This is an optimization exercise on Yosys and OpenROAD, whose aim is small area, not a production implementation.
In this exercise RTL edits were held to simulation tests only and were not proved equivalent to the original.
Power is estimated from default activity; no workload was simulated.

## flow/design.v (module list and top-level ports; edited modules follow where they fit)
// module jet_pp: 266 lines
// module jet_mtree: 521 lines
// module jet_slot: 156 lines
// module jet_ao22: 11 lines
// module jet_sel3: 13 lines
// module jet_pick: 23 lines
// module jet_and_or15: 13 lines
// module jet_and_or13: 15 lines
// module jet_aoi222: 6 lines
// module jet_nand5: 6 lines
// module jet_alu: 129 lines
// module jet_aslice: 22 lines
// module jet_shift: 110 lines
// module jet_mx2: 8 lines
// module jet_mx4: 10 lines
// module jet_cnt: 60 lines
// module jet_mac: 56 lines
// module jet_ladd2: 38 lines
// module jet_lcmp: 26 lines
// module jet_fa: 10 lines
// module jet_rca: 28 lines
// module jet_pc8: 16 lines
// module jet_cpa50: 39 lines
module jet_slot (
    input  wire        clk,
    input  wire        rst,         
    input  wire        head,        
    input  wire        in_valid,    
    input  wire        end_set,     
    input  wire [63:0] insn,
    input  wire [31:0] tok_n,
    input  wire [31:0] tok_e,
    input  wire [31:0] tok_s,
    input  wire [31:0] tok_w,
    input  wire [31:0] k0,
    input  wire [31:0] k1,
    input  wire [31:0] k2,
    input  wire [31:0] k3,
    input  wire        carry_in,    
    output reg         res_valid,   
    output reg  [31:0] result,
    output reg         send_valid,  
    output reg         send_carry,
    output reg  [31:0] w0,
    output reg  [31:0] w1,
    output reg  [31:0] w2,
    output reg  [31:0] w3,
    output reg  [47:0] acc,
    output reg         c_flag,
    output reg         p_flag
);
  // ...
==> flow/flow/run.sh <==
#!/bin/bash
# The standard layout with two changes: the smallest buffer (buf_1) on every
# port, and, after the floorplan, cells that synthesis sized up without need
# (slack to spare) set back to their smallest drive (flow/downsize.tcl).
set -euo pipefail
export BUFFER_PORTS_ARGS="-buffer_cell sky130_fd_sc_hd__buf_1"
R=orfs/results/$FLOW_PLATFORM/jet_slot/base
bash standard.sh floorplan > make_floorplan.log 2>&1
DZ_IN=$R/2_floorplan.odb DZ_OUT=$R/2_floorplan.odb DZ_SDC=$R/2_floorplan.sdc \
  DZ_MARGIN=2.0 DZ_FLOOR=3.0 openroad -no_init -exit flow/downsize.tcl > downsize.log 2>&1
bash standard.sh finish > make_finish.log 2>&1
==> flow/flow/downsize.tcl <==
# Downsizes combinational cells (not buffers, inverters, flip-flops or adders)
# whose output pins have slack above DZ_MARGIN ns to the smallest drive of the
# same function, keeping the design's worst setup slack at least DZ_FLOOR ns.
# env: DZ_IN, DZ_OUT (odb), DZ_SDC, DZ_MARGIN, DZ_FLOOR, DZ_PLACED (1: estimate
# placement parasitics first)
set plat $::env(FLOW_HOME)/platforms/sky130hd
read_liberty $plat/lib/sky130_fd_sc_hd__tt_025C_1v80.lib
read_db $::env(DZ_IN)
read_sdc $::env(DZ_SDC)
source $plat/setRC.tcl
if {[info exists ::env(DZ_PLACED)] && $::env(DZ_PLACED)} { estimate_parasitics -placement }
set margin $::env(DZ_MARGIN)
set floor [expr {$::env(DZ_FLOOR) * 1e-9}]
proc smallest {master} {
  if {![regexp {^(sky130_fd_sc_hd__[a-z0-9]+?)_(\d+)$} $master -> base drive]} { return "" }
  if {[regexp {__(buf|clkbuf|clkinv|inv|df|dlygate|clkdlybuf|dlymetal|conb|fa|ha|tap|fill|decap|diode|bufinv|bufbuf|sdf|edf)} $base]} { return "" }
  set best ""
  set ba 1e9
  foreach c [get_lib_cells */${base}_*] {
    set n [get_name $c]
    if {![regexp "^${base}_\\d+\$" $n]} { continue }
    if {[get_property $c dont_use]} { continue }
    set a [get_property $c area]
    if {$a < $ba} { set ba $a; set best $n }
  }
  if {$best eq $master} { return "" }
  return $best
}
puts "worst slack before: [expr {[sta::worst_slack_cmd max] * 1e9}] ns"
set saved 0.0
set n 0
set tried 0
foreach inst [get_cells *] {
  set m [get_property $inst ref_name]
  set s [smallest $m]
  if {$s eq ""} { continue }
  set worst 1e9
  foreach p [get_pins -of_objects $inst -filter "direction == output"] {
    set sl [get_property $p slack_max]
    if {$sl ne "" && $sl < $worst} { set worst $sl }
  }
  if {$worst < $margin} { continue }
  incr tried
  set oa [get_property [get_lib_cells */$m] area]
  set na [get_property [get_lib_cells */$s] area]
  replace_cell $inst [get_lib_cells */$s]
  if {[sta::worst_slack_cmd max] < $floor} {
    replace_cell $inst [get_lib_cells */$m]
  } else {
    set saved [expr {$saved + $oa - $na}]
    incr n
  }
}
puts "downsized $n of $tried cells tried, saved $saved um2"
puts "worst slack after: [expr {[sta::worst_slack_cmd max] * 1e9}] ns"
if {[info exists ::env(DZ_OUT)]} { write_db $::env(DZ_OUT) }
==> flow/standard.sh <==
#!/bin/bash
# synth_recipe.tcl (not shown) runs the flow's synth.tcl, then flattens the netlist and writes it again
# the make line also repeats each setting of config.mk as NAME=value (left out here)
make -C /OpenROAD-flow-scripts/flow DESIGN_CONFIG=/design/flow/config.mk WORK_HOME=/design/flow/orfs CLKGATE_MAP_FILE= SYNTH_SCRIPT=/design/flow/synth_recipe.tcl "${@:-finish}"
==> flow/config.mk <==
export PLATFORM = sky130hd
export DESIGN_NAME = jet_slot
export DESIGN_NICKNAME = jet_slot
export VERILOG_FILES = /design/flow/design.v
export SDC_FILE = /design/flow/constraint.sdc
export NUM_CORES = 8
export LEC_CHECK = 0
export CAP_MARGIN = 20
export CORE_MARGIN = 2
export CORE_UTILIZATION = 38
export PLACE_DENSITY = 0.5
export SLEW_MARGIN = 20
export SYNTH_HIERARCHICAL = 1
export SYNTH_MINIMUM_KEEP_SIZE = 0
==> flow/constraint.sdc <==
create_clock -name core_clock -period 30.0 [get_ports {clk}]
set_input_delay 6.0000 -clock core_clock [delete_from_list [all_inputs] [get_ports {clk}]]
set_output_delay 6.0000 -clock core_clock [all_outputs]
set_load 0.01 [all_outputs]
==> summary.md, run 1 <==
| Metric | Value |
|---|---|
| Leading power group | combinational cells |
| CP Capture Type | flip-flop |
| I/O Pins | 539 |
| Routed via count | 49,850 |
| Setup slack, reg-to-reg | 8.54 ns |
| Synth warn | 11 |
| Post-DP HPWL | 196 mm |
| Die height | 351 um |
| Worst-path fanout max | 25 |
| Final Cycle Share | 95.6% |
| Post-layout worst setup margin | 1.31 ns |
| ANT cells | 33 |
| Multi-input gate share of total cell area | 76.4% |
| Num sequential | 213 |
| Critical path startpoint | insn[62] |
| Nonclk inv count | 196 |
| Sequential cell area share | 8.57% |
| Clk pwr share | 14.0% |
| Leakage | 19.8 nW |
| WL met2 | 105 mm |
| Vias in the first global route | 46,323 |
| CP endpoint | p_flag |
| Outcome | timing/DRC/antenna clean |
| Routed vias/inst | 7.02 |
| Highest metal used | met5 |
| Routed wl met3 | 32.5 mm |
| Setup TNS Final | 0 ns |
| Comb_multi_in | 4,242 |
==> module jet_mtree, before the edit <==
module jet_mtree (
    input  wire [255:0] pp,
    input  wire         nb,
    input  wire         n16,
    input  wire         n8,
    output wire [31:0]  s,
    output wire [31:0]  c
);
    wire fs0, fc0;
    jet_fa u0 (.a(pp[2]), .b(pp[17]), .c(pp[32]), .s(fs0), .co(fc0));
    wire fs1, fc1;
    jet_fa u1 (.a(pp[3]), .b(pp[18]), .c(pp[33]), .s(fs1), .co(fc1));
    wire fs2, fc2;
    jet_fa u2 (.a(pp[48]), .b(fc0), .c(fs1), .s(fs2), .co(fc2));
    wire fs3, fc3;
    jet_fa u3 (.a(pp[4]), .b(pp[19]), .c(pp[34]), .s(fs3), .co(fc3));
    wire fs4, fc4;
    jet_fa u4 (.a(pp[49]), .b(pp[64]), .c(fc1), .s(fs4), .co(fc4));
    wire fs5, fc5;
    jet_fa u5 (.a(fs3), .b(fc2), .c(fs4), .s(fs5), .co(fc5));
    wire fs6, fc6;
    jet_fa u6 (.a(pp[5]), .b(pp[20]), .c(pp[35]), .s(fs6), .co(fc6));
    wire fs7, fc7;
    jet_fa u7 (.a(pp[50]), .b(pp[65]), .c(pp[80]), .s(fs7), .co(fc7));
    wire fs8, fc8;
    jet_fa u8 (.a(fc3), .b(fs6), .c(fs7), .s(fs8), .co(fc8));
    wire fs9, fc9;
    jet_fa u9 (.a(fc4), .b(fs8), .c(fc5), .s(fs9), .co(fc9));
    wire fs10, fc10;
    jet_fa u10 (.a(pp[6]), .b(pp[21]), .c(pp[36]), .s(fs10), .co(fc10));
    wire fs11, fc11;
    jet_fa u11 (.a(pp[51]), .b(pp[66]), .c(pp[81]), .s(fs11), .co(fc11));
    wire fs12, fc12;
    jet_fa u12 (.a(pp[96]), .b(fc6), .c(fc7), .s(fs12), .co(fc12));
    wire fs13, fc13;
    jet_fa u13 (.a(fs10), .b(fs11), .c(fc8), .s(fs13), .co(fc13));
    wire fs14, fc14;
    jet_fa u14 (.a(fs12), .b(fs13), .c(fc9), .s(fs14), .co(fc14));
    wire fs15, fc15;
    jet_fa u15 (.a(pp[7]), .b(pp[22]), .c(pp[37]), .s(fs15), .co(fc15));
    wire fs16, fc16;
    jet_fa u16 (.a(pp[52]), .b(pp[67]), .c(pp[82]), .s(fs16), .co(fc16));
    wire fs17, fc17;
    jet_fa u17 (.a(pp[97]), .b(pp[112]), .c(fc10), .s(fs17), .co(fc17));
    wire fs18, fc18;
    jet_fa u18 (.a(fc11), .b(fs15), .c(fs16), .s(fs18), .co(fc18));
    wire fs19, fc19;
    jet_fa u19 (.a(fc12), .b(fs17), .c(fs18), .s(fs19), .co(fc19));
    wire fs20, fc20;
    jet_fa u20 (.a(fc13), .b(fs19), .c(fc14), .s(fs20), .co(fc20));
    wire fs21, fc21;
    jet_fa u21 (.a(pp[8]), .b(pp[23]), .c(pp[38]), .s(fs21), .co(fc21));
    wire fs22, fc22;
    jet_fa u22 (.a(pp[53]), .b(pp[68]), .c(pp[83]), .s(fs22), .co(fc22));
    wire fs23, fc23;
    jet_fa u23 (.a(pp[98]), .b(pp[113]), .c(pp[128]), .s(fs23), .co(fc23));
    wire fs24, fc24;
    jet_fa u24 (.a(fc15), .b(fc16), .c(fs21), .s(fs24), .co(fc24));
    wire fs25, fc25;
    jet_fa u25 (.a(fs22), .b(fs23), .c(fc17), .s(fs25), .co(fc25));
    wire fs26, fc26;
    jet_fa u26 (.a(fc18), .b(fs24), .c(fs25), .s(fs26), .co(fc26));
    wire fs27, fc27;
    jet_fa u27 (.a(fc19), .b(fs26), .c(fc20), .s(fs27), .co(fc27));
    wire fs28, fc28;
    jet_fa u28 (.a(pp[9]), .b(pp[24]), .c(pp[39]), .s(fs28), .co(fc28));
    wire fs29, fc29;
    jet_fa u29 (.a(pp[54]), .b(pp[69]), .c(pp[84]), .s(fs29), .co(fc29));
    wire fs30, fc30;
    jet_fa u30 (.a(pp[99]), .b(pp[114]), .c(pp[129]), .s(fs30), .co(fc30));
    wire fs31, fc31;
    jet_fa u31 (.a(pp[144]), .b(fc21), .c(fc22), .s(fs31), .co(fc31));
    wire fs32, fc32;
    jet_fa u32 (.a(fc23), .b(fs28), .c(fs29), .s(fs32), .co(fc32));
    wire fs33, fc33;
    jet_fa u33 (.a(fs30), .b(fc24), .c(fs31), .s(fs33), .co(fc33));
    wire fs34, fc34;
    jet_fa u34 (.a(fs32), .b(fc25), .c(fs33), .s(fs34), .co(fc34));
    wire fs35, fc35;
    jet_fa u35 (.a(fc26), .b(fs34), .c(fc27), .s(fs35), .co(fc35));
    wire fs36, fc36;
    jet_fa u36 (.a(pp[10]), .b(pp[25]), .c(pp[40]), .s(fs36), .co(fc36));
    wire fs37, fc37;
    jet_fa u37 (.a(pp[55]), .b(pp[70]), .c(pp[85]), .s(fs37), .co(fc37));
    wire fs38, fc38;
    jet_fa u38 (.a(pp[100]), .b(pp[115]), .c(pp[130]), .s(fs38), .co(fc38));
    wire fs39, fc39;
    jet_fa u39 (.a(pp[145]), .b(pp[160]), .c(fc28), .s(fs39), .co(fc39));
    wire fs40, fc40;
    jet_fa u40 (.a(fc29), .b(fc30), .c(fs36), .s(fs40), .co(fc40));
    wire fs41, fc41;
    jet_fa u41 (.a(fs37), .b(fs38), .c(fc31), .s(fs41), .co(fc41));
    wire fs42, fc42;
    jet_fa u42 (.a(fc32), .b(fs39), .c(fs40), .s(fs42), .co(fc42));
    wire fs43, fc43;
    jet_fa u43 (.a(fc33), .b(fs41), .c(fs42), .s(fs43), .co(fc43));
    wire fs44, fc44;
    jet_fa u44 (.a(fc34), .b(fs43), .c(fc35), .s(fs44), .co(fc44));
    wire fs45, fc45;
    jet_fa u45 (.a(pp[11]), .b(pp[26]), .c(pp[41]), .s(fs45), .co(fc45));
    wire fs46, fc46;
    jet_fa u46 (.a(pp[56]), .b(pp[71]), .c(pp[86]), .s(fs46), .co(fc46));
    wire fs47, fc47;
    jet_fa u47 (.a(pp[101]), .b(pp[116]), .c(pp[131]), .s(fs47), .co(fc47));
    wire fs48, fc48;
    jet_fa u48 (.a(pp[146]), .b(pp[161]), .c(pp[176]), .s(fs48), .co(fc48));
    wire fs49, fc49;
    jet_fa u49 (.a(fc36), .b(fc37), .c(fc38), .s(fs49), .co(fc49));
    wire fs50, fc50;
    jet_fa u50 (.a(fs45), .b(fs46), .c(fs47), .s(fs50), .co(fc50));
    wire fs51, fc51;
    jet_fa u51 (.a(fs48), .b(fc39), .c(fc40), .s(fs51), .co(fc51));
    wire fs52, fc52;
    jet_fa u52 (.a(fs49), .b(fs50), .c(fc41), .s(fs52), .co(fc52));
    wire fs53, fc53;
    jet_fa u53 (.a(fc42), .b(fs51), .c(fs52), .s(fs53), .co(fc53));
    wire fs54, fc54;
    jet_fa u54 (.a(fc43), .b(fs53), .c(fc44), .s(fs54), .co(fc54));
    wire fs55, fc55;
    jet_fa u55 (.a(pp[12]), .b(pp[27]), .c(pp[42]), .s(fs55), .co(fc55));
    wire fs56, fc56;
    jet_fa u56 (.a(pp[57]), .b(pp[72]), .c(pp[87]), .s(fs56), .co(fc56));
    wire fs57, fc57;
    jet_fa u57 (.a(pp[102]), .b(pp[117]), .c(pp[132]), .s(fs57), .co(fc57));
    wire fs58, fc58;
    jet_fa u58 (.a(pp[147]), .b(pp[162]), .c(pp[177]), .s(fs58), .co(fc58));
    wire fs59, fc59;
    jet_fa u59 (.a(pp[192]), .b(fc45), .c(fc46), .s(fs59), .co(fc59));
    wire fs60, fc60;
    jet_fa u60 (.a(fc47), .b(fc48), .c(fs55), .s(fs60), .co(fc60));
    wire fs61, fc61;
    jet_fa u61 (.a(fs56), .b(fs57), .c(fs58), .s(fs61), .co(fc61));
    wire fs62, fc62;
    jet_fa u62 (.a(fc49), .b(fc50), .c(fs59), .s(fs62), .co(fc62));
    wire fs63, fc63;
    jet_fa u63 (.a(fs60), .b(fs61), .c(fc51), .s(fs63), .co(fc63));
    wire fs64, fc64;
    jet_fa u64 (.a(fs62), .b(fc52), .c(fs63), .s(fs64), .co(fc64));
    wire fs65, fc65;
    jet_fa u65 (.a(fc53), .b(fs64), .c(fc54), .s(fs65), .co(fc65));
    wire fs66, fc66;
    jet_fa u66 (.a(pp[13]), .b(pp[28]), .c(pp[43]), .s(fs66), .co(fc66));
    wire fs67, fc67;
    jet_fa u67 (.a(pp[58]), .b(pp[73]), .c(pp[88]), .s(fs67), .co(fc67));
    wire fs68, fc68;
    jet_fa u68 (.a(pp[103]), .b(pp[118]), .c(pp[133]), .s(fs68), .co(fc68));
    wire fs69, fc69;
    jet_fa u69 (.a(pp[148]), .b(pp[163]), .c(pp[178]), .s(fs69), .co(fc69));
    wire fs70, fc70;
    jet_fa u70 (.a(pp[193]), .b(pp[208]), .c(fc55), .s(fs70), .co(fc70));
    wire fs71, fc71;
    jet_fa u71 (.a(fc56), .b(fc57), .c(fc58), .s(fs71), .co(fc71));
    wire fs72, fc72;
    jet_fa u72 (.a(fs66), .b(fs67), .c(fs68), .s(fs72), .co(fc72));
    wire fs73, fc73;
    jet_fa u73 (.a(fs69), .b(fc59), .c(fc60), .s(fs73), .co(fc73));
    wire fs74, fc74;
    jet_fa u74 (.a(fc61), .b(fs70), .c(fs71), .s(fs74), .co(fc74));
    wire fs75, fc75;
    jet_fa u75 (.a(fs72), .b(fc62), .c(fs73), .s(fs75), .co(fc75));
    wire fs76, fc76;
    jet_fa u76 (.a(fs74), .b(fc63), .c(fs75), .s(fs76), .co(fc76));
    wire fs77, fc77;
    jet_fa u77 (.a(fc64), .b(fs76), .c(fc65), .s(fs77), .co(fc77));
    wire fs78, fc78;
    jet_fa u78 (.a(pp[14]), .b(pp[29]), .c(pp[44]), .s(fs78), .co(fc78));
    wire fs79, fc79;
    jet_fa u79 (.a(pp[59]), .b(pp[74]), .c(pp[89]), .s(fs79), .co(fc79));
    wire fs80, fc80;
    jet_fa u80 (.a(pp[104]), .b(pp[119]), .c(pp[134]), .s(fs80), .co(fc80));
    wire fs81, fc81;
    jet_fa u81 (.a(pp[149]), .b(pp[164]), .c(pp[179]), .s(fs81), .co(fc81));
    wire fs82, fc82;
    jet_fa u82 (.a(pp[194]), .b(pp[209]), .c(pp[224]), .s(fs82), .co(fc82));
    wire fs83, fc83;
    jet_fa u83 (.a(fc66), .b(fc67), .c(fc68), .s(fs83), .co(fc83));
    wire fs84, fc84;
    jet_fa u84 (.a(fc69), .b(fs78), .c(fs79), .s(fs84), .co(fc84));
    wire fs85, fc85;
    jet_fa u85 (.a(fs80), .b(fs81), .c(fs82), .s(fs85), .co(fc85));
    wire fs86, fc86;
    jet_fa u86 (.a(fc70), .b(fc71), .c(fc72), .s(fs86), .co(fc86));
    wire fs87, fc87;
    jet_fa u87 (.a(fs83), .b(fs84), .c(fs85), .s(fs87), .co(fc87));
    wire fs88, fc88;
    jet_fa u88 (.a(fc73), .b(fc74), .c(fs86), .s(fs88), .co(fc88));
    wire fs89, fc89;
    jet_fa u89 (.a(fs87), .b(fc75), .c(fs88), .s(fs89), .co(fc89));
    wire fs90, fc90;
    jet_fa u90 (.a(fc76), .b(fs89), .c(fc77), .s(fs90), .co(fc90));
    wire fs91, fc91;
    jet_fa u91 (.a(pp[15]), .b(pp[30]), .c(pp[45]), .s(fs91), .co(fc91));
    wire fs92, fc92;
    jet_fa u92 (.a(pp[60]), .b(pp[75]), .c(pp[90]), .s(fs92), .co(fc92));
    wire fs93, fc93;
    jet_fa u93 (.a(pp[105]), .b(pp[120]), .c(pp[135]), .s(fs93), .co(fc93));
    wire fs94, fc94;
    jet_fa u94 (.a(pp[150]), .b(pp[165]), .c(pp[180]), .s(fs94), .co(fc94));
    wire fs95, fc95;
    jet_fa u95 (.a(pp[195]), .b(pp[210]), .c(pp[225]), .s(fs95), .co(fc95));
    wire fs96, fc96;
    jet_fa u96 (.a(pp[240]), .b(fc78), .c(fc79), .s(fs96), .co(fc96));
    wire fs97, fc97;
    jet_fa u97 (.a(fc80), .b(fc81), .c(fc82), .s(fs97), .co(fc97));
    wire fs98, fc98;
    jet_fa u98 (.a(fs91), .b(fs92), .c(fs93), .s(fs98), .co(fc98));
    wire fs99, fc99;
    jet_fa u99 (.a(fs94), .b(fs95), .c(fc83), .s(fs99), .co(fc99));
    wire fs100, fc100;
    jet_fa u100 (.a(fc84), .b(fc85), .c(fs96), .s(fs100), .co(fc100));
    wire fs101, fc101;
    jet_fa u101 (.a(fs97), .b(fs98), .c(fc86), .s(fs101), .co(fc101));
    wire fs102, fc102;
    jet_fa u102 (.a(fs99), .b(fc87), .c(fs100), .s(fs102), .co(fc102));
    wire fs103, fc103;
    jet_fa u103 (.a(fc88), .b(fs101), .c(fs102), .s(fs103), .co(fc103));
    wire fs104, fc104;
    jet_fa u104 (.a(fc89), .b(fs103), .c(fc90), .s(fs104), .co(fc104));
    wire fs105, fc105;
    jet_fa u105 (.a(pp[31]), .b(pp[46]), .c(pp[61]), .s(fs105), .co(fc105));
    wire fs106, fc106;
    jet_fa u106 (.a(pp[76]), .b(pp[91]), .c(pp[106]), .s(fs106), .co(fc106));
    wire fs107, fc107;
    jet_fa u107 (.a(pp[121]), .b(pp[136]), .c(pp[151]), .s(fs107), .co(fc107));
    wire fs108, fc108;
    jet_fa u108 (.a(pp[166]), .b(pp[181]), .c(pp[196]), .s(fs108), .co(fc108));
    wire fs109, fc109;
    jet_fa u109 (.a(pp[211]), .b(pp[226]), .c(pp[241]), .s(fs109), .co(fc109));
    wire fs110, fc110;
    jet_fa u110 (.a(n16), .b(fc91), .c(fc92), .s(fs110), .co(fc110));
    wire fs111, fc111;
    jet_fa u111 (.a(fc93), .b(fc94), .c(fc95), .s(fs111), .co(fc111));
    wire fs112, fc112;
    jet_fa u112 (.a(fs105), .b(fs106), .c(fs107), .s(fs112), .co(fc112));
    wire fs113, fc113;
    jet_fa u113 (.a(fs108), .b(fs109), .c(fc96), .s(fs113), .co(fc113));
    wire fs114, fc114;
    jet_fa u114 (.a(fc97), .b(fc98), .c(fs110), .s(fs114), .co(fc114));
    wire fs115, fc115;
    jet_fa u115 (.a(fs111), .b(fs112), .c(fc99), .s(fs115), .co(fc115));
    wire fs116, fc116;
    jet_fa u116 (.a(fc100), .b(fs113), .c(fs114), .s(fs116), .co(fc116));
    wire fs117, fc117;
    jet_fa u117 (.a(fc101), .b(fs115), .c(fc102), .s(fs117), .co(fc117));
    wire fs118, fc118;
    jet_fa u118 (.a(fs116), .b(fc103), .c(fs117), .s(fs118), .co(fc118));
    wire fs119, fc119;
    jet_fa u119 (.a(pp[47]), .b(pp[62]), .c(pp[77]), .s(fs119), .co(fc119));
    wire fs120, fc120;
    jet_fa u120 (.a(pp[92]), .b(pp[107]), .c(pp[122]), .s(fs120), .co(fc120));
    wire fs121, fc121;
    jet_fa u121 (.a(pp[137]), .b(pp[152]), .c(pp[167]), .s(fs121), .co(fc121));
    wire fs122, fc122;
    jet_fa u122 (.a(pp[182]), .b(pp[197]), .c(pp[212]), .s(fs122), .co(fc122));
    wire fs123, fc123;
    jet_fa u123 (.a(pp[227]), .b(pp[242]), .c(n8), .s(fs123), .co(fc123));
    wire fs124, fc124;
    jet_fa u124 (.a(fc105), .b(fc106), .c(fc107), .s(fs124), .co(fc124));
    wire fs125, fc125;
    jet_fa u125 (.a(fc108), .b(fc109), .c(fs119), .s(fs125), .co(fc125));
    wire fs126, fc126;
    jet_fa u126 (.a(fs120), .b(fs121), .c(fs122), .s(fs126), .co(fc126));
    wire fs127, fc127;
    jet_fa u127 (.a(fs123), .b(fc110), .c(fc111), .s(fs127), .co(fc127));
    wire fs128, fc128;
    jet_fa u128 (.a(fc112), .b(fs124), .c(fs125), .s(fs128), .co(fc128));
    wire fs129, fc129;
    jet_fa u129 (.a(fs126), .b(fc113), .c(fc114), .s(fs129), .co(fc129));
    wire fs130, fc130;
    jet_fa u130 (.a(fs127), .b(fs128), .c(fc115), .s(fs130), .co(fc130));
    wire fs131, fc131;
    jet_fa u131 (.a(fc116), .b(fs129), .c(fs130), .s(fs131), .co(fc131));
    wire fs132, fc132;
    jet_fa u132 (.a(fc117), .b(fs131), .c(fc118), .s(fs132), .co(fc132));
    wire fs133, fc133;
    jet_fa u133 (.a(pp[63]), .b(pp[78]), .c(pp[93]), .s(fs133), .co(fc133));
    wire fs134, fc134;
    jet_fa u134 (.a(pp[108]), .b(pp[123]), .c(pp[138]), .s(fs134), .co(fc134));
    wire fs135, fc135;
    jet_fa u135 (.a(pp[153]), .b(pp[168]), .c(pp[183]), .s(fs135), .co(fc135));
    wire fs136, fc136;
    jet_fa u136 (.a(pp[198]), .b(pp[213]), .c(pp[228]), .s(fs136), .co(fc136));
    wire fs137, fc137;
    jet_fa u137 (.a(pp[243]), .b(fc119), .c(fc120), .s(fs137), .co(fc137));
    wire fs138, fc138;
    jet_fa u138 (.a(fc121), .b(fc122), .c(fc123), .s(fs138), .co(fc138));
    wire fs139, fc139;
    jet_fa u139 (.a(fs133), .b(fs134), .c(fs135), .s(fs139), .co(fc139));
    wire fs140, fc140;
    jet_fa u140 (.a(fs136), .b(fc124), .c(fc125), .s(fs140), .co(fc140));
    wire fs141, fc141;
    jet_fa u141 (.a(fc126), .b(fs137), .c(fs138), .s(fs141), .co(fc141));
    wire fs142, fc142;
    jet_fa u142 (.a(fs139), .b(fc127), .c(fc128), .s(fs142), .co(fc142));
    wire fs143, fc143;
    jet_fa u143 (.a(fs140), .b(fs141), .c(fc129), .s(fs143), .co(fc143));
    wire fs144, fc144;
    jet_fa u144 (.a(fs142), .b(fc130), .c(fs143), .s(fs144), .co(fc144));
    wire fs145, fc145;
    jet_fa u145 (.a(fc131), .b(fs144), .c(fc132), .s(fs145), .co(fc145));
    wire fs146, fc146;
    jet_fa u146 (.a(pp[79]), .b(pp[94]), .c(pp[109]), .s(fs146), .co(fc146));
    wire fs147, fc147;
    jet_fa u147 (.a(pp[124]), .b(pp[139]), .c(pp[154]), .s(fs147), .co(fc147));
    wire fs148, fc148;
    jet_fa u148 (.a(pp[169]), .b(pp[184]), .c(pp[199]), .s(fs148), .co(fc148));
    wire fs149, fc149;
    jet_fa u149 (.a(pp[214]), .b(pp[229]), .c(pp[244]), .s(fs149), .co(fc149));
    wire fs150, fc150;
    jet_fa u150 (.a(fc133), .b(fc134), .c(fc135), .s(fs150), .co(fc150));
    wire fs151, fc151;
    jet_fa u151 (.a(fc136), .b(fs146), .c(fs147), .s(fs151), .co(fc151));
    wire fs152, fc152;
    jet_fa u152 (.a(fs148), .b(fs149), .c(fc137), .s(fs152), .co(fc152));
    wire fs153, fc153;
    jet_fa u153 (.a(fc138), .b(fc139), .c(fs150), .s(fs153), .co(fc153));
    wire fs154, fc154;
    jet_fa u154 (.a(fs151), .b(fc140), .c(fc141), .s(fs154), .co(fc154));
    wire fs155, fc155;
    jet_fa u155 (.a(fs152), .b(fs153), .c(fc142), .s(fs155), .co(fc155));
    wire fs156, fc156;
    jet_fa u156 (.a(fs154), .b(fc143), .c(fs155), .s(fs156), .co(fc156));
    wire fs157, fc157;
    jet_fa u157 (.a(fc144), .b(fs156), .c(fc145), .s(fs157), .co(fc157));
    wire fs158, fc158;
    jet_fa u158 (.a(pp[95]), .b(pp[110]), .c(pp[125]), .s(fs158), .co(fc158));
    wire fs159, fc159;
    jet_fa u159 (.a(pp[140]), .b(pp[155]), .c(pp[170]), .s(fs159), .co(fc159));
    wire fs160, fc160;
    jet_fa u160 (.a(pp[185]), .b(pp[200]), .c(pp[215]), .s(fs160), .co(fc160));
    wire fs161, fc161;
    jet_fa u161 (.a(pp[230]), .b(pp[245]), .c(fc146), .s(fs161), .co(fc161));
    wire fs162, fc162;
    jet_fa u162 (.a(fc147), .b(fc148), .c(fc149), .s(fs162), .co(fc162));
    wire fs163, fc163;
    jet_fa u163 (.a(fs158), .b(fs159), .c(fs160), .s(fs163), .co(fc163));
    wire fs164, fc164;
    jet_fa u164 (.a(fc150), .b(fc151), .c(fs161), .s(fs164), .co(fc164));
    wire fs165, fc165;
    jet_fa u165 (.a(fs162), .b(fs163), .c(fc152), .s(fs165), .co(fc165));
    wire fs166, fc166;
    jet_fa u166 (.a(fc153), .b(fs164), .c(fc154), .s(fs166), .co(fc166));
    wire fs167, fc167;
    jet_fa u167 (.a(fs165), .b(fc155), .c(fs166), .s(fs167), .co(fc167));
    wire fs168, fc168;
    jet_fa u168 (.a(fc156), .b(fs167), .c(fc157), .s(fs168), .co(fc168));
    wire fs169, fc169;
    jet_fa u169 (.a(pp[111]), .b(pp[126]), .c(pp[141]), .s(fs169), .co(fc169));
    wire fs170, fc170;
    jet_fa u170 (.a(pp[156]), .b(pp[171]), .c(pp[186]), .s(fs170), .co(fc170));
    wire fs171, fc171;
    jet_fa u171 (.a(pp[201]), .b(pp[216]), .c(pp[231]), .s(fs171), .co(fc171));
    wire fs172, fc172;
    jet_fa u172 (.a(pp[246]), .b(fc158), .c(fc159), .s(fs172), .co(fc172));
    wire fs173, fc173;
    jet_fa u173 (.a(fc160), .b(fs169), .c(fs170), .s(fs173), .co(fc173));
    wire fs174, fc174;
    jet_fa u174 (.a(fs171), .b(fc161), .c(fc162), .s(fs174), .co(fc174));
    wire fs175, fc175;
    jet_fa u175 (.a(fc163), .b(fs172), .c(fs173), .s(fs175), .co(fc175));
    wire fs176, fc176;
    jet_fa u176 (.a(fc164), .b(fs174), .c(fs175), .s(fs176), .co(fc176));
    wire fs177, fc177;
    jet_fa u177 (.a(fc165), .b(fs176), .c(fc166), .s(fs177), .co(fc177));
    wire fs178, fc178;
    jet_fa u178 (.a(fc167), .b(fs177), .c(fc168), .s(fs178), .co(fc178));
    wire fs179, fc179;
    jet_fa u179 (.a(pp[127]), .b(pp[142]), .c(pp[157]), .s(fs179), .co(fc179));
    wire fs180, fc180;
    jet_fa u180 (.a(pp[172]), .b(pp[187]), .c(pp[202]), .s(fs180), .co(fc180));
    wire fs181, fc181;
    jet_fa u181 (.a(pp[217]), .b(pp[232]), .c(pp[247]), .s(fs181), .co(fc181));
    wire fs182, fc182;
    jet_fa u182 (.a(fc169), .b(fc170), .c(fc171), .s(fs182), .co(fc182));
    wire fs183, fc183;
    jet_fa u183 (.a(fs179), .b(fs180), .c(fs181), .s(fs183), .co(fc183));
    wire fs184, fc184;
    jet_fa u184 (.a(fc172), .b(fc173), .c(fs182), .s(fs184), .co(fc184));
    wire fs185, fc185;
    jet_fa u185 (.a(fs183), .b(fc174), .c(fc175), .s(fs185), .co(fc185));
    wire fs186, fc186;
    jet_fa u186 (.a(fs184), .b(fc176), .c(fs185), .s(fs186), .co(fc186));
    wire fs187, fc187;
    jet_fa u187 (.a(fs186), .b(fc177), .c(fc178), .s(fs187), .co(fc187));
    wire fs188, fc188;
    jet_fa u188 (.a(pp[143]), .b(pp[158]), .c(pp[173]), .s(fs188), .co(fc188));
    wire fs189, fc189;
    jet_fa u189 (.a(pp[188]), .b(pp[203]), .c(pp[218]), .s(fs189), .co(fc189));
    wire fs190, fc190;
    jet_fa u190 (.a(pp[233]), .b(pp[248]), .c(fc179), .s(fs190), .co(fc190));
    wire fs191, fc191;
    jet_fa u191 (.a(fc180), .b(fc181), .c(fs188), .s(fs191), .co(fc191));
    wire fs192, fc192;
    jet_fa u192 (.a(fs189), .b(fc182), .c(fc183), .s(fs192), .co(fc192));
    wire fs193, fc193;
    jet_fa u193 (.a(fs190), .b(fs191), .c(fc184), .s(fs193), .co(fc193));
    wire fs194, fc194;
    jet_fa u194 (.a(fs192), .b(fc185), .c(fs193), .s(fs194), .co(fc194));
    wire fs195, fc195;
    jet_fa u195 (.a(fc186), .b(fs194), .c(fc187), .s(fs195), .co(fc195));
    wire fs196, fc196;
    jet_fa u196 (.a(pp[159]), .b(pp[174]), .c(pp[189]), .s(fs196), .co(fc196));
    wire fs197, fc197;
    jet_fa u197 (.a(pp[204]), .b(pp[219]), .c(pp[234]), .s(fs197), .co(fc197));
    wire fs198, fc198;
    jet_fa u198 (.a(pp[249]), .b(n8), .c(fc188), .s(fs198), .co(fc198));
    wire fs199, fc199;
    jet_fa u199 (.a(fc189), .b(fs196), .c(fs197), .s(fs199), .co(fc199));
    wire fs200, fc200;
    jet_fa u200 (.a(fc190), .b(fc191), .c(fs198), .s(fs200), .co(fc200));
    wire fs201, fc201;
    jet_fa u201 (.a(fs199), .b(fc192), .c(fs200), .s(fs201), .co(fc201));
    wire fs202, fc202;
    jet_fa u202 (.a(fc193), .b(fs201), .c(fc194), .s(fs202), .co(fc202));
    wire fs203, fc203;
    jet_fa u203 (.a(pp[175]), .b(pp[190]), .c(pp[205]), .s(fs203), .co(fc203));
    wire fs204, fc204;
    jet_fa u204 (.a(pp[220]), .b(pp[235]), .c(pp[250]), .s(fs204), .co(fc204));
    wire fs205, fc205;
    jet_fa u205 (.a(n8), .b(fc196), .c(fc197), .s(fs205), .co(fc205));
    wire fs206, fc206;
    jet_fa u206 (.a(fs203), .b(fs204), .c(fc198), .s(fs206), .co(fc206));
    wire fs207, fc207;
    jet_fa u207 (.a(fc199), .b(fs205), .c(fc200), .s(fs207), .co(fc207));
    wire fs208, fc208;
    jet_fa u208 (.a(fs206), .b(fc201), .c(fs207), .s(fs208), .co(fc208));
    wire fs209, fc209;
    jet_fa u209 (.a(pp[191]), .b(pp[206]), .c(pp[221]), .s(fs209), .co(fc209));
    wire fs210, fc210;
    jet_fa u210 (.a(pp[236]), .b(pp[251]), .c(n8), .s(fs210), .co(fc210));
    wire fs211, fc211;
    jet_fa u211 (.a(fc203), .b(fc204), .c(fs209), .s(fs211), .co(fc211));
    wire fs212, fc212;
    jet_fa u212 (.a(fs210), .b(fc205), .c(fs211), .s(fs212), .co(fc212));
    wire fs213, fc213;
    jet_fa u213 (.a(fc206), .b(fs212), .c(fc207), .s(fs213), .co(fc213));
    wire fs214, fc214;
    jet_fa u214 (.a(pp[207]), .b(pp[222]), .c(pp[237]), .s(fs214), .co(fc214));
    wire fs215, fc215;
    jet_fa u215 (.a(pp[252]), .b(n8), .c(fc209), .s(fs215), .co(fc215));
    wire fs216, fc216;
    jet_fa u216 (.a(fc210), .b(fs214), .c(fc211), .s(fs216), .co(fc216));
    wire fs217, fc217;
    jet_fa u217 (.a(fs215), .b(fc212), .c(fs216), .s(fs217), .co(fc217));
    wire fs218, fc218;
    jet_fa u218 (.a(pp[223]), .b(pp[238]), .c(pp[253]), .s(fs218), .co(fc218));
    wire fs219, fc219;
    jet_fa u219 (.a(n8), .b(fc214), .c(fs218), .s(fs219), .co(fc219));
    wire fs220, fc220;
    jet_fa u220 (.a(fc215), .b(fs219), .c(fc216), .s(fs220), .co(fc220));
    wire fs221, fc221;
    jet_fa u221 (.a(pp[239]), .b(pp[254]), .c(n8), .s(fs221), .co(fc221));
    wire fs222, fc222;
    jet_fa u222 (.a(fc218), .b(fs221), .c(fc219), .s(fs222), .co(fc222));
    wire fs223, fc223;
    jet_fa u223 (.a(pp[255]), .b(n8), .c(fc221), .s(fs223), .co(fc223));
    assign s[0] = pp[0];
    assign c[0] = 1'b0;
    assign s[1] = pp[1];
    assign c[1] = pp[16];
    assign s[2] = fs0;
    assign c[2] = 1'b0;
    assign s[3] = fs2;
    assign c[3] = 1'b0;
    assign s[4] = fs5;
    assign c[4] = 1'b0;
    assign s[5] = fs9;
    assign c[5] = 1'b0;
    assign s[6] = fs14;
    assign c[6] = 1'b0;
    assign s[7] = fs20;
    assign c[7] = 1'b0;
    assign s[8] = fs27;
    assign c[8] = 1'b0;
    assign s[9] = fs35;
    assign c[9] = 1'b0;
    assign s[10] = fs44;
    assign c[10] = 1'b0;
    assign s[11] = fs54;
    assign c[11] = 1'b0;
    assign s[12] = fs65;
    assign c[12] = 1'b0;
    assign s[13] = fs77;
    assign c[13] = 1'b0;
    assign s[14] = fs90;
    assign c[14] = 1'b0;
    assign s[15] = fs104;
    assign c[15] = 1'b0;
    assign s[16] = fc104;
    assign c[16] = fs118;
    assign s[17] = fs132;
    assign c[17] = 1'b0;
    assign s[18] = fs145;
    assign c[18] = 1'b0;
    assign s[19] = fs157;
    assign c[19] = 1'b0;
    assign s[20] = fs168;
    assign c[20] = 1'b0;
    assign s[21] = fs178;
    assign c[21] = 1'b0;
    assign s[22] = fs187;
    assign c[22] = 1'b0;
    assign s[23] = fs195;
    assign c[23] = 1'b0;
    assign s[24] = fc195;
    assign c[24] = fs202;
    assign s[25] = fc202;
    assign c[25] = fs208;
    assign s[26] = fc208;
    assign c[26] = fs213;
    assign s[27] = fc213;
    assign c[27] = fs217;
    assign s[28] = fc217;
    assign c[28] = fs220;
    assign s[29] = fc220;
    assign c[29] = fs222;
    assign s[30] = fc222;
    assign c[30] = fs223;
    assign s[31] = nb;
    assign c[31] = fc223;
endmodule
==> module jet_slot, before the edit <==
module jet_slot (
    input  wire        clk,
    input  wire        rst,         
    input  wire        head,        
    input  wire        in_valid,    
    input  wire        end_set,     
    input  wire [63:0] insn,
    input  wire [31:0] tok_n,
    input  wire [31:0] tok_e,
    input  wire [31:0] tok_s,
    input  wire [31:0] tok_w,
    input  wire [31:0] k0,
    input  wire [31:0] k1,
    input  wire [31:0] k2,
    input  wire [31:0] k3,
    input  wire        carry_in,    
    output reg         res_valid,   
    output reg  [31:0] result,
    output reg         send_valid,  
    output reg         send_carry,
    output reg  [31:0] w0,
    output reg  [31:0] w1,
    output reg  [31:0] w2,
    output reg  [31:0] w3,
    output reg  [47:0] acc,
    output reg         c_flag,
    output reg         p_flag
);
    wire        f_v    = insn[63];
    wire [3:0]  grp    = insn[62:59];
    wire [2:0]  fn     = insn[57:55];    
    wire [1:0]  lane   = insn[54:53];
    wire        sgn    = insn[52];
    wire        sat    = insn[51];
    wire [1:0]  pred   = insn[50:49];
    wire        setf   = insn[48];
    wire [1:0]  chain  = insn[47:46];
    wire [3:0]  f_sa   = insn[45:42];
    wire [3:0]  f_sb   = insn[41:38];
    wire [3:0]  f_sc   = insn[37:34];
    wire [3:0]  dst    = insn[33:30];
    wire [7:0]  aux    = insn[23:16];
    wire [15:0] imm    = insn[15:0];
    wire g_em = grp[3];                           
    wire g_ar = ~grp[3] & (grp[2:0] == 3'd0);
    wire g_lg = ~grp[3] & (grp[2:0] == 3'd1);
    wire g_sh = ~grp[3] & (grp[2:0] == 3'd2);
    wire g_cp = ~grp[3] & (grp[2:0] == 3'd3);
    wire g_se = ~grp[3] & (grp[2:0] == 3'd4);
    wire g_cn = ~grp[3] & (grp[2:0] == 3'd5);
    wire g_ab = ~grp[3] & (grp[2:0] == 3'd6);
    wire g_mc = ~grp[3] & (grp[2:0] == 3'd7);
    wire o_carry  = g_ar & ~fn[2];                
    wire o_rel    = g_cp & ~fn[2];                
    wire o_sad    = g_ab & fn[0];
    wire o_accrd  = g_mc & fn[2];
    wire acc_only = g_mc & ~fn[2] & (fn[1] | fn[0]);    
    wire m8    = lane[1];                         
    wire m16   = lane[0];                         
    wire m32   = ~(lane[1] | lane[0]);
    wire [3:0]  sa = f_sa | {o_accrd, 1'b0, o_accrd, 1'b0};
    wire [3:0]  sb = f_sb | {o_accrd, 2'b00, o_accrd};
    wire [31:0] A, B, C;
    jet_pick u_pa (.s(sa), .sgn(sgn), .tn(tok_n), .te(tok_e), .ts(tok_s), .tw(tok_w),
                   .r0(w0), .r1(w1), .r2(w2), .r3(w3), .al(acc[31:0]), .c0(k0), .c1(k1),
                   .c2(k2), .c3(k3), .ah(acc[47:32]), .im(imm), .o(A));
    jet_pick u_pb (.s(sb), .sgn(sgn), .tn(tok_n), .te(tok_e), .ts(tok_s), .tw(tok_w),
                   .r0(w0), .r1(w1), .r2(w2), .r3(w3), .al(acc[31:0]), .c0(k0), .c1(k1),
                   .c2(k2), .c3(k3), .ah(acc[47:32]), .im(imm), .o(B));
    jet_pick u_pc (.s(f_sc), .sgn(sgn), .tn(tok_n), .te(tok_e), .ts(tok_s), .tw(tok_w),
                   .r0(w0), .r1(w1), .r2(w2), .r3(w3), .al(acc[31:0]), .c0(k0), .c1(k1),
                   .c2(k2), .c3(k3), .ah(acc[47:32]), .im(imm), .o(C));
    wire        cin = chain[0] ? carry_in : c_flag;
    wire [31:0] alu_out, absd;
    wire        all_true, carry32;
    jet_alu u_alu (.a(A), .b(B), .c(C), .grp_ar(g_ar), .grp_lg(g_lg | g_em), .grp_se(g_se),
                   .grp_cp(g_cp), .grp_ab(g_ab), .emit(g_em), .fn(fn), .m8(m8), .m16(m16), .sgn(sgn), .sat(sat),
                   .cin(cin), .p(p_flag), .out(alu_out), .absd(absd), .all_true(all_true),
                   .carry(carry32));
    wire [31:0] sh_out;
    wire [15:0] c8;
    wire [9:0]  c16;
    wire [5:0]  cnt_sum;
    jet_shift u_sh (.a(A), .b(B), .fn(fn), .shift(g_sh), .accrd(o_accrd), .m8(m8), .m16(m16),
                    .sgn(sgn), .sat(sat), .aux(aux), .c8(c8), .c16(c16), .c32(cnt_sum),
                    .out(sh_out));
    wire [31:0] cnt_out;
    jet_cnt u_cnt (.a(A), .fn(g_cn ? fn : {2'b00, sgn}), .en(g_cn), .m8(m8), .m16(m16),
                   .out(cnt_out), .sum(cnt_sum), .c8(c8), .c16(c16));
    wire [8:0]  su, sv;
    jet_rca #(8, 0) u_su (.x(absd[7:0]),  .y(absd[23:16] & {8{~m32}}), .ci(1'b0), .s(su[7:0]), .co(su[8]));
    jet_rca #(8, 0) u_sv (.x(absd[15:8]), .y(absd[31:24] & {8{~m32}}), .ci(1'b0), .s(sv[7:0]), .co(sv[8]));
    wire [16:0] sv_w = m8 ? {8'h00, sv} : {sv, 8'h00};
    wire [16:0] sad_s;
    wire        sad_co;
    jet_rca #(17, 0) u_sad (.x({8'h00, su}), .y(sv_w), .ci(1'b0), .s(sad_s), .co(sad_co));
    wire [31:0] r1 = {absd[31:16] & {16{o_sad & m32}}, 7'h0,
                      o_sad ? su : (g_cn ? {3'h0, cnt_sum} : 9'h0)};
    wire [16:0] r2 = o_sad ? sv_w : 17'h0;
    wire [47:0] mac_f;
    jet_mac u_mac (.a(A[15:0]), .b(B[15:0]), .acc(acc), .mac(g_mc), .fn(fn), .sgn(sgn),
                   .sat(sat), .r1(r1), .r2(r2), .out(mac_f));
    wire r_sh = g_sh | o_accrd;
    wire r_mc = g_mc & ~fn[2];
    wire r_ab = g_ab;
    wire sad_small = o_sad & ~m32;               
    wire [31:0] res = (alu_out | ({32{r_sh}} & sh_out) | cnt_out) |
                      {15'h0, {17{sad_small}} & sad_s} | ({32{r_mc}} & mac_f[31:0]);
    wire clear   = rst | head;
    wire in_slot = in_valid & f_v & (end_set == (pred == 2'b11));
    wire runs    = in_slot & ((pred == 2'b11) | (pred == 2'b00) |
                              (pred == 2'b01 & p_flag) | (pred == 2'b10 & ~p_flag));
    wire st      = runs & ~g_em;                  
    wire wr_w    = st & ~acc_only;
    wire ld_res  = wr_w & (dst == 4'h9);
    wire ld_sum  = st & (acc_only | (aux[0] & (g_cn | o_sad)));
    wire [47:0] res_x = {{16{sgn & res[31]}}, res};
    wire        res_nz = r_ab ? |absd : |res;
    wire [31:0] w0_d, w1_d, w2_d, w3_d;
    wire [3:0]  wsel = {4{wr_w & ~clear}} & {dst == 4'h8, dst == 4'h7, dst == 4'h6, dst == 4'h5};
    wire [3:0]  whold = ~wsel & {4{~clear}};
    jet_ao22 #(32) u_h0 (.s0(wsel[0]), .d0(res), .s1(whold[0]), .d1(w0), .o(w0_d));
    jet_ao22 #(32) u_h1 (.s0(wsel[1]), .d0(res), .s1(whold[1]), .d1(w1), .o(w1_d));
    jet_ao22 #(32) u_h2 (.s0(wsel[2]), .d0(res), .s1(whold[2]), .d1(w2), .o(w2_d));
    jet_ao22 #(32) u_h3 (.s0(wsel[3]), .d0(res), .s1(whold[3]), .d1(w3), .o(w3_d));
    wire        ldr    = ld_res & ~clear;
    wire        lds    = ld_sum & ~ld_res & ~clear;
    wire [47:0] acc_d;
    jet_sel3 #(48) u_ha (.s0(ldr), .d0(res_x), .s1(lds), .d1(mac_f),
                         .s2(~(clear | ld_res | ld_sum)), .d2(acc), .o(acc_d));
    always @(posedge clk) begin
        result <= res;
        w0     <= w0_d;
        w1     <= w1_d;
        w2     <= w2_d;
        w3     <= w3_d;
        acc    <= acc_d;
        if (clear) begin
            c_flag     <= 1'b0;
            p_flag     <= 1'b0;
            res_valid  <= 1'b0;
            send_valid <= 1'b0;
            send_carry <= 1'b0;
        end else begin
            res_valid  <= runs;
            send_valid <= in_slot & chain[1];
            send_carry <= runs & chain[1] & carry32;
            if (st & o_carry & m32)
                c_flag <= carry32;
            if (st & o_rel)
                p_flag <= all_true;
            else if (st & setf)
                p_flag <= res_nz;
        end
    end
endmodule
==> module jet_mac, before the edit <==
module jet_mac (
    input  wire [15:0] a,
    input  wire [15:0] b,
    input  wire [47:0] acc,
    input  wire        mac,         
    input  wire [2:0]  fn,
    input  wire        sgn,
    input  wire        sat,
    input  wire [31:0] r1,          
    input  wire [16:0] r2,          
    output wire [47:0] out          
);
    genvar i;
    wire o_mul    = mac & (fn == 3'd0);
    wire o_msu    = mac & (fn == 3'd2);
    wire mode8    = mac & (fn == 3'd3);
    wire mode16   = mac & ~fn[2] & ~(fn[1] & fn[0]);
    wire acc_only = mac & ~fn[2] & (fn[1] | fn[0]);
    wire [15:0] my = ({16{mode16}} & b) | ({16{mode8}} & {b[7:0], b[15:8]});
    wire [31:0] ms, mc;
    wire [255:0] pp;
    wire nb = sgn & (mode16 | mode8), n16 = sgn & mode16, n8 = sgn & mode8;
    jet_pp    u_pp (.xn(~a), .xdn(~(a & {16{mode16}})), .yn(~my), .nb(nb), .n16(n16), .n8(n8),
                    .pp(pp));
    jet_mtree u_mt (.pp(pp), .nb(nb), .n16(n16), .n8(n8), .s(ms), .c(mc));
    wire [31:0] msh, mch;
    generate for (i = 0; i < 32; i = i + 1) begin : sh8
        if (i < 24) begin : m
            assign msh[i] = mode8 ? ms[i+8] : ms[i];
            assign mch[i] = mode8 ? mc[i+8] : mc[i];
        end else begin : k
            assign msh[i] = mode8 ? nb : ms[i];
            assign mch[i] = ~mode8 & mc[i];
        end
    end endgenerate
    wire [31:0] pr = (msh | r1) ^ {32{o_msu}};
    wire [31:0] qr = (mch | {15'h0, r2}) ^ {32{o_msu}};
    wire [49:0] ae = {{2{sgn & acc[47]}}, acc[47:32], acc[31:0] & {32{~o_mul}}};
    wire [49:0] ua;
    wire [50:0] va;
    assign va[0] = o_msu;
    generate for (i = 0; i < 50; i = i + 1) begin : csa
        if (i < 32) begin : f
            jet_fa u (.a(ae[i]), .b(pr[i]), .c(qr[i]), .s(ua[i]), .co(va[i+1]));
        end else begin : k
            assign ua[i]   = ae[i] ^ nb;
            assign va[i+1] = o_msu ? (ae[i] | ~nb) : (ae[i] & nb);
        end
    end endgenerate
    wire [49:0] t;
    wire        ovs, ovu;
    jet_cpa50 u_cpa (.x(ua), .y(va[49:0]), .ci(o_msu), .s(t), .ovs(ovs), .ovu(ovu));
    wire ov  = sgn ? ovs : ovu;
    wire sov = sat & acc_only & ov;
    assign out = sov ? {sgn ? t[49] : ~t[49], {47{~t[49]}}} : t[47:0];
endmodule
==> module jet_rca, before the edit <==
module jet_rca #(
    parameter N  = 8,
    parameter CI = 2
) (
    input  wire [N-1:0] x,
    input  wire [N-1:0] y,
    input  wire         ci,
    output wire [N-1:0] s,
    output wire         co
);
    genvar i;
    wire [N:0] c;
    generate
        if (CI == 0) begin : c0
            assign s[0] = x[0] ^ y[0];
            assign c[1] = x[0] & y[0];
        end else if (CI == 1) begin : c1
            assign s[0] = ~(x[0] ^ y[0]);
            assign c[1] = x[0] | y[0];
        end else begin : cv
            jet_fa u (.a(x[0]), .b(y[0]), .c(ci), .s(s[0]), .co(c[1]));
        end
        for (i = 1; i < N; i = i + 1) begin : fa
            jet_fa u (.a(x[i]), .b(y[i]), .c(c[i]), .s(s[i]), .co(c[i+1]));
        end
    endgenerate
    assign co = c[N];
endmodule
==> run 2, diff against run 1 <==
--- a/flow/design.v
+++ b/flow/design.v
@@ -269,8 +269,13 @@
     input  wire         nb,
     input  wire         n16,
     input  wire         n8,
-    output wire [31:0]  s,
-    output wire [31:0]  c
+    input  wire         mode8,      
+    input  wire         msu,        
+    input  wire [8:0]   r1lo,       
+    input  wire [15:0]  r1hi,       
+    input  wire [16:0]  r2,         
+    output wire [31:0]  pr,
+    output wire [31:0]  qr
 );
     wire fs0, fc0;
     jet_fa u0 (.a(pp[2]), .b(pp[17]), .c(pp[32]), .s(fs0), .co(fc0));
@@ -720,6 +725,7 @@
     jet_fa u222 (.a(fc218), .b(fs221), .c(fc219), .s(fs222), .co(fc222));
     wire fs223, fc223;
     jet_fa u223 (.a(pp[255]), .b(n8), .c(fc221), .s(fs223), .co(fc223));
+    wire [31:0] s, c;
     assign s[0] = pp[0];
     assign c[0] = 1'b0;
     assign s[1] = pp[1];
@@ -784,6 +790,24 @@
     assign c[30] = fs223;
     assign s[31] = nb;
     assign c[31] = fc223;
+    wire [31:0] r1 = {r1hi, 7'h00, r1lo};
+    genvar i;
+    generate for (i = 0; i < 32; i = i + 1) begin : rw
+        wire sh, ch;
+        if (i < 24) begin : m
+            assign sh = mode8 ? s[i+8] : s[i];
+            assign ch = mode8 ? c[i+8] : c[i];
+        end else begin : k
+            assign sh = mode8 ? nb : s[i];
+            assign ch = ~mode8 & c[i];
+        end
+        assign pr[i] = (sh | r1[i]) ^ msu;
+        if (i < 17) begin : r
+            assign qr[i] = (ch | r2[i]) ^ msu;
+        end else begin : n
+            assign qr[i] = ch ^ msu;
+        end
+    end endgenerate
 endmodule
 module jet_slot (
     input  wire        clk,
@@ -879,19 +903,24 @@
     jet_rca #(8, 0) u_sv (.x(absd[15:8]), .y(absd[31:24] & {8{~m32}}), .ci(1'b0), .s(sv[7:0]), .co(sv[8]));
     wire [16:0] sv_w = m8 ? {8'h00, sv} : {sv, 8'h00};
     wire [16:0] sad_s;
-    wire        sad_co;
-    jet_rca #(17, 0) u_sad (.x({8'h00, su}), .y(sv_w), .ci(1'b0), .s(sad_s), .co(sad_co));
-    wire [31:0] r1 = {absd[31:16] & {16{o_sad & m32}}, 7'h0,
-                      o_sad ? su : (g_cn ? {3'h0, cnt_sum} : 9'h0)};
+    wire [8:0]  sad_c;
+    jet_rca #(9, 0) u_sad (.x(su), .y(sv_w[8:0]), .ci(1'b0), .s(sad_s[8:0]), .co(sad_c[0]));
+    genvar g;
+    generate for (g = 0; g < 8; g = g + 1) begin : sadh
+        assign sad_s[9+g]  = sv_w[9+g] ^ sad_c[g];
+        assign sad_c[g+1] = sv_w[9+g] & sad_c[g];
+    end endgenerate
+    wire [8:0]  r1lo = o_sad ? su : (g_cn ? {3'h0, cnt_sum} : 9'h0);
+    wire [15:0] r1hi = absd[31:16] & {16{o_sad & m32}};
     wire [16:0] r2 = o_sad ? sv_w : 17'h0;
     wire [47:0] mac_f;
     jet_mac u_mac (.a(A[15:0]), .b(B[15:0]), .acc(acc), .mac(g_mc), .fn(fn), .sgn(sgn),
-                   .sat(sat), .r1(r1), .r2(r2), .out(mac_f));
+                   .sat(sat), .r1lo(r1lo), .r1hi(r1hi), .r2(r2), .out(mac_f));
     wire r_sh = g_sh | o_accrd;
     wire r_mc = g_mc & ~fn[2];
     wire r_ab = g_ab;
     wire sad_small = o_sad & ~m32;               
-    wire [31:0] res = (alu_out | ({32{r_sh}} & sh_out) | cnt_out) |
+    wire [31:0] res = (alu_out | ({32{r_sh}} & sh_out) | (cnt_out & 32'h0F1F0F3F)) |
                       {15'h0, {17{sad_small}} & sad_s} | ({32{r_mc}} & mac_f[31:0]);
     wire clear   = rst | head;
     wire in_slot = in_valid & f_v & (end_set == (pred == 2'b11));
@@ -1375,7 +1404,8 @@
     input  wire [2:0]  fn,
     input  wire        sgn,
     input  wire        sat,
-    input  wire [31:0] r1,          
+    input  wire [8:0]  r1lo,        
+    input  wire [15:0] r1hi,        
     input  wire [16:0] r2,          
     output wire [47:0] out          
 );
@@ -1386,24 +1416,13 @@
     wire mode16   = mac & ~fn[2] & ~(fn[1] & fn[0]);
     wire acc_only = mac & ~fn[2] & (fn[1] | fn[0]);
     wire [15:0] my = ({16{mode16}} & b) | ({16{mode8}} & {b[7:0], b[15:8]});
-    wire [31:0] ms, mc;
     wire [255:0] pp;
     wire nb = sgn & (mode16 | mode8), n16 = sgn & mode16, n8 = sgn & mode8;
     jet_pp    u_pp (.xn(~a), .xdn(~(a & {16{mode16}})), .yn(~my), .nb(nb), .n16(n16), .n8(n8),
                     .pp(pp));
-    jet_mtree u_mt (.pp(pp), .nb(nb), .n16(n16), .n8(n8), .s(ms), .c(mc));
-    wire [31:0] msh, mch;
-    generate for (i = 0; i < 32; i = i + 1) begin : sh8
-        if (i < 24) begin : m
-            assign msh[i] = mode8 ? ms[i+8] : ms[i];
-            assign mch[i] = mode8 ? mc[i+8] : mc[i];
-        end else begin : k
-            assign msh[i] = mode8 ? nb : ms[i];
-            assign mch[i] = ~mode8 & mc[i];
-        end
-    end endgenerate
-    wire [31:0] pr = (msh | r1) ^ {32{o_msu}};
-    wire [31:0] qr = (mch | {15'h0, r2}) ^ {32{o_msu}};
+    wire [31:0] pr, qr;
+    jet_mtree u_mt (.pp(pp), .nb(nb), .n16(n16), .n8(n8), .mode8(mode8), .msu(o_msu),
+                    .r1lo(r1lo), .r1hi(r1hi), .r2(r2), .pr(pr), .qr(qr));
     wire [49:0] ae = {{2{sgn & acc[47]}}, acc[47:32], acc[31:0] & {32{~o_mul}}};
     wire [49:0] ua;
     wire [50:0] va;
@@ -1497,6 +1516,20 @@
     assign s  = a ^ b ^ c;
     assign co = (a & b) | (a & c) | (b & c);
 endmodule
+module jet_xnor2 (
+    input  wire a,
+    input  wire b,
+    output wire y
+);
+    assign y = ~(a ^ b);
+endmodule
+module jet_or2 (
+    input  wire a,
+    input  wire b,
+    output wire y
+);
+    assign y = a | b;
+endmodule
 module jet_rca #(
     parameter N  = 8,
     parameter CI = 2
@@ -1514,8 +1547,8 @@
             assign s[0] = x[0] ^ y[0];
             assign c[1] = x[0] & y[0];
         end else if (CI == 1) begin : c1
-            assign s[0] = ~(x[0] ^ y[0]);
-            assign c[1] = x[0] | y[0];
+            jet_xnor2 u_s (.a(x[0]), .b(y[0]), .y(s[0]));
+            jet_or2   u_c (.a(x[0]), .b(y[0]), .y(c[1]));
         end else begin : cv
             jet_fa u (.a(x[0]), .b(y[0]), .c(ci), .s(s[0]), .co(c[1]));
         end
--- a/flow/flow/downsize.tcl
+++ b/flow/flow/downsize.tcl
@@ -8,7 +8,10 @@
 read_db $::env(DZ_IN)
 read_sdc $::env(DZ_SDC)
 source $plat/setRC.tcl
-if {[info exists ::env(DZ_PLACED)] && $::env(DZ_PLACED)} { estimate_parasitics -placement }
+if {[info exists ::env(DZ_PLACED)] && $::env(DZ_PLACED)} {
+  set_propagated_clock [all_clocks]
+  estimate_parasitics -placement
+}
 set margin $::env(DZ_MARGIN)
 set floor [expr {$::env(DZ_FLOOR) * 1e-9}]
 proc smallest {master} {
--- a/flow/config.mk
+++ b/flow/config.mk
@@ -6,9 +6,9 @@
 export NUM_CORES = 8
 export LEC_CHECK = 0
 export CAP_MARGIN = 20
-export CORE_MARGIN = 2
-export CORE_UTILIZATION = 38
-export PLACE_DENSITY = 0.5
+export CORE_AREA = 2 2 332.445 332.445
+export DIE_AREA = 0 0 334.445 334.445
+export PLACE_DENSITY = 0.55
 export SLEW_MARGIN = 20
 export SYNTH_HIERARCHICAL = 1
 export SYNTH_MINIMUM_KEEP_SIZE = 0
==> run 2 against run 1 <==
Worst hold slack better by 0.038 ns. Cell count is 5.4% lower. Synthesized cell count is 4.4% lower. Via count is 0.16% lower. Critical path depth is 2 lower. Global-route usage is 4.2 points higher. Final area is 2.1% lower. Count of clock-buffer cells in the layout stayed put. Area after synthesis is 2.7% lower. Combinational power hardly changed. Sequential share of layout area is 0.18 points higher. Critical endpoint unchanged. Highest routed layer unchanged.
==> summary.md, run 2 <==
| Metric | Value |
|---|---|
| Outcome | timing/DRC/antenna clean (unchanged) |
| Setup TNS Final | 0 ns (unchanged) |
| Clk slew on worst S/H paths | 0.07 ns (was 0.08 ns) |
| Leakage | 19.5 nW (was 19.8 nW) |
| H-tree Lvls | 1 (unchanged) |
| Root Driver | clkbuf_16 (unchanged) |
| Crit path kind | input pin to flip-flop (unchanged) |
| CP Capture Type | flip-flop (unchanged) |
| Initial core utilization | 41.1% (was 38.3%) |
| Post-layout worst setup margin | 0.776 ns (was 1.31 ns) |
| Die height | 334 um (was 351 um) |
| Crit path largest cell delay | 0.85 ns (was 1.05 ns) |
| I/O Pins | 539 (unchanged) |
| Worst hold-check path type | flip-flop to flip-flop (unchanged) |
| Wire per inst | 37.8 um (was 35.6 um) |
| Nets | 6,103 (was 6,291) |
| Worst Max-Slew Pin Slew | 1.17 ns (was 1.20 ns) |
| Row count | 121 (was 127) |
| Commonest non-fill, non-tap cell in the layout | buf_1 (unchanged) |
| Vias in the first global route | 45,757 (was 46,323) |
| IO buf count | 530 (unchanged) |
| Routed via count | 49,768 (was 49,850) |
| GRT met1 Usage | 56.8% (was 52.9%) |
| Post-Syn Instances | 4,716 (was 4,932) |
| M2 GR Usage | 61.6% (was 57.2%) |
| Post-DP HPWL | 197 mm (was 196 mm) |
| Setup violators final | 0 (unchanged) |
| Residual DRC | 0 (unchanged) |
| Critical Path Most Common Cell | fa_1 (unchanged) |
| Place WS | 1.12 ns (was 1.31 ns) |
| Max reg flops | 48 (unchanged) |
| Drt first pass iters | 17 (was 22) |
| Worst Setup Start Kind | input pin (unchanged) |
| Final hold viol count | 0 (unchanged) |
| RSZ-0062 raised after global routing | false (unchanged) |
| Routed Wire Length | 254 mm (was 252 mm) |
| Clock buffer depth | 3 (unchanged) |
| Worst-path fanout max | 22 (was 25) |
| Num CTS Buffers | 26 (unchanged) |
| Routed vias/inst | 7.41 (was 7.02) |
| Initial antenna violation count | 33 (was 49) |
| Pwr/cell area | 52.0 mW/mm2 (was 51.1 mW/mm2) |
| Synth warn | 11 (unchanged) |
| First-pass GRT wire length | 351 mm (was 350 mm) |
| Area delta synth->final | 9.14% (was 8.43%) |
| Fmax | 0.0342 GHz (was 0.0349 GHz) |
| GR Util All Layers | 43.5% (was 39.3%) |
| Min Hold Slack | 0.568 ns (was 0.530 ns) |
| Clock latency on the worst-skew pair | 0.61 ns (was 0.62 ns) |
| Post-CTS Setup Bufs | 0 (unchanged) |
| Final Cycle Share | 97.4% (was 95.6%) |
| CTS tree | built (unchanged) |
| Max-slew violations | 0 (unchanged) |
| Critical path required time | 30.43 ns (was 30.48 ns) |
| Synthesized area | 0.0446 mm2 (was 0.0459 mm2) |
| Largest net degree at the start of global routing | 70 (was 97) |
| Post_cts resized | 0 (unchanged) |
| Max-cap viol count | 0 (unchanged) |
| Critical path's slowest cell | or4_1 (was or4_2) |
| Fraction of layout instances using a drive strength above 1 | 9.59% (was 8.80%) |
| Clk_skew | 0.0327 ns (was 0.0545 ns) |
| 1st-iter DRT viols | 11,369 (was 10,281) |
| GRT met3 Usage | 15.8% (was 10.1%) |
| Tmin final | 29.22 ns (was 28.69 ns) |
| Largest Register | acc (unchanged) |
| RD Place Congestion | 1.11 (was 1.06) |
| Worst rel slew slack | 21.5% (was 19.9%) |
| Mean Syn Cell Area | 9.46 um2 (was 9.30 um2) |
| Global route total overflow | 0 (unchanged) |
| Die width | 334 um (was 351 um) |
| Final ANT Viol Nets | 0 (unchanged) |
| Most frequent cells in the layout | buf_1, a222oi_1, fa_1, nor2_1, buf_4 (was buf_1, nor2_1, a222oi_1, fa_1) |
| CP Data Arrival Time | 29.65 ns (was 29.17 ns) |
| Core box area | 0.109 mm2 (was 0.120 mm2) |
| Post-CTS Hold Buffers | 0 (unchanged) |
| GRT busiest layer | met2 (unchanged) |
| Num Clock Sinks | 213 (unchanged) |
| Die Area | 0.112 mm2 (was 0.123 mm2) |
| Worst vdd ir | 0.118 mV (was 0.111 mV) |
## run 2: report_power, final
group	switching [W]	total, W	internal, W
Combinational	0.00118	0.00186	0.000680
Clock	0.000158	0.000364	0.000205
Sequential	0.0000106	0.000309	0.000298
Total	0.00135	0.00253	0.00118
## run 2: layer usage
metal / vias to the layer above / wire, um
met5: - / 128
met4: 14 / 18800
met3: 926 / 37600
met2: 4098 / 103000
met1: 24763 / 94100
li1: 19967 / -
## run 2: final timing paths
kind / startpoint / end / slack, ns / depth (start not counted)
worst max-delay path: insn[62] / p_flag / 0.78 / 63
worst min-delay path: w0[2] / w0[2] / 0.57 / 1
worst max register to register: acc[47] / p_flag / 8.50 / 60
worst min register to register: w0[2] / w0[2] / 0.57 / 1
## run 2: area by class of cell
type,count,area (um2)
diodes,23,57.6
clock buffers,32,713
clock inverters,16,221
fillers,10879,59900
inverters,158,593
multi-input cells,4081,37200
flip-flops and latches,213,4260
well taps,1414,1770
repair buffers,776,3850
## run 2: through the flow
step | cell area [um2] | cells | utilization [%] | power [W]
finish | 48700 | 6713 | 44.8 | 0.00253
detailed placement | 47700 | 6640 | 43.9 | 0.00207
global route | 48700 | 6708 | 44.8 | 0.00262
global placement | 47600 | 6640 | 43.9 | 0.00206
floorplan | 44600 | 4716 | - | 0.00147
CTS | 48600 | 6688 | 44.8 | 0.00244
## run 2: critical path, delay by kind of cell
family / cells / cell delay [ns]
adder cells (fa/ha/maj): 22 / 8.80
AND/OR/NAND/NOR: 17 / 6.27
multiplexers: 8 / 3.48
AO/OA/AOI/OAI: 10 / 3.39
buffers and inverters: 4 / 1.25
XOR/XNOR: 2 / 0.41

port drivers added, routing unchanged:
The flow's constraints put no driver on any port. The routed layouts listed below were extracted and timed again, unchanged, in two steps. Step 1, drivers: a clkbuf_16 drives clk and a buf_2 each remaining input, both assumed. Step 2 adds t to the input delays and takes it off the output delays; t is the mean of the earliest and latest rising clock arrival at the registers after step 1. Input paths then give back, and output paths get back, about the clock's delay inside the block. Slacks: ideal / step 1 / step 2; pairs: ideal / step 1.
run | t (ns) | setup WS [ns] | worst hold slack (ns) | slew at the worst register clock pin (ns) | pins driven straight from the clock port
run 1 | 0.667 | 1.309 / 1.359 / 0.692 | 0.530 / 0.530 / 0.530 | 0.08 / 0.08 | 1
run 2 | 0.665 | 0.776 / 0.813 / 0.148 | 0.568 / 0.568 / 0.568 | 0.07 / 0.07 | 1
After both steps every run listed still meets setup and hold. For run 2, which loses most, drivers alone change the setup slack by +0.037 ns; drivers and shift together by -0.628 ns.
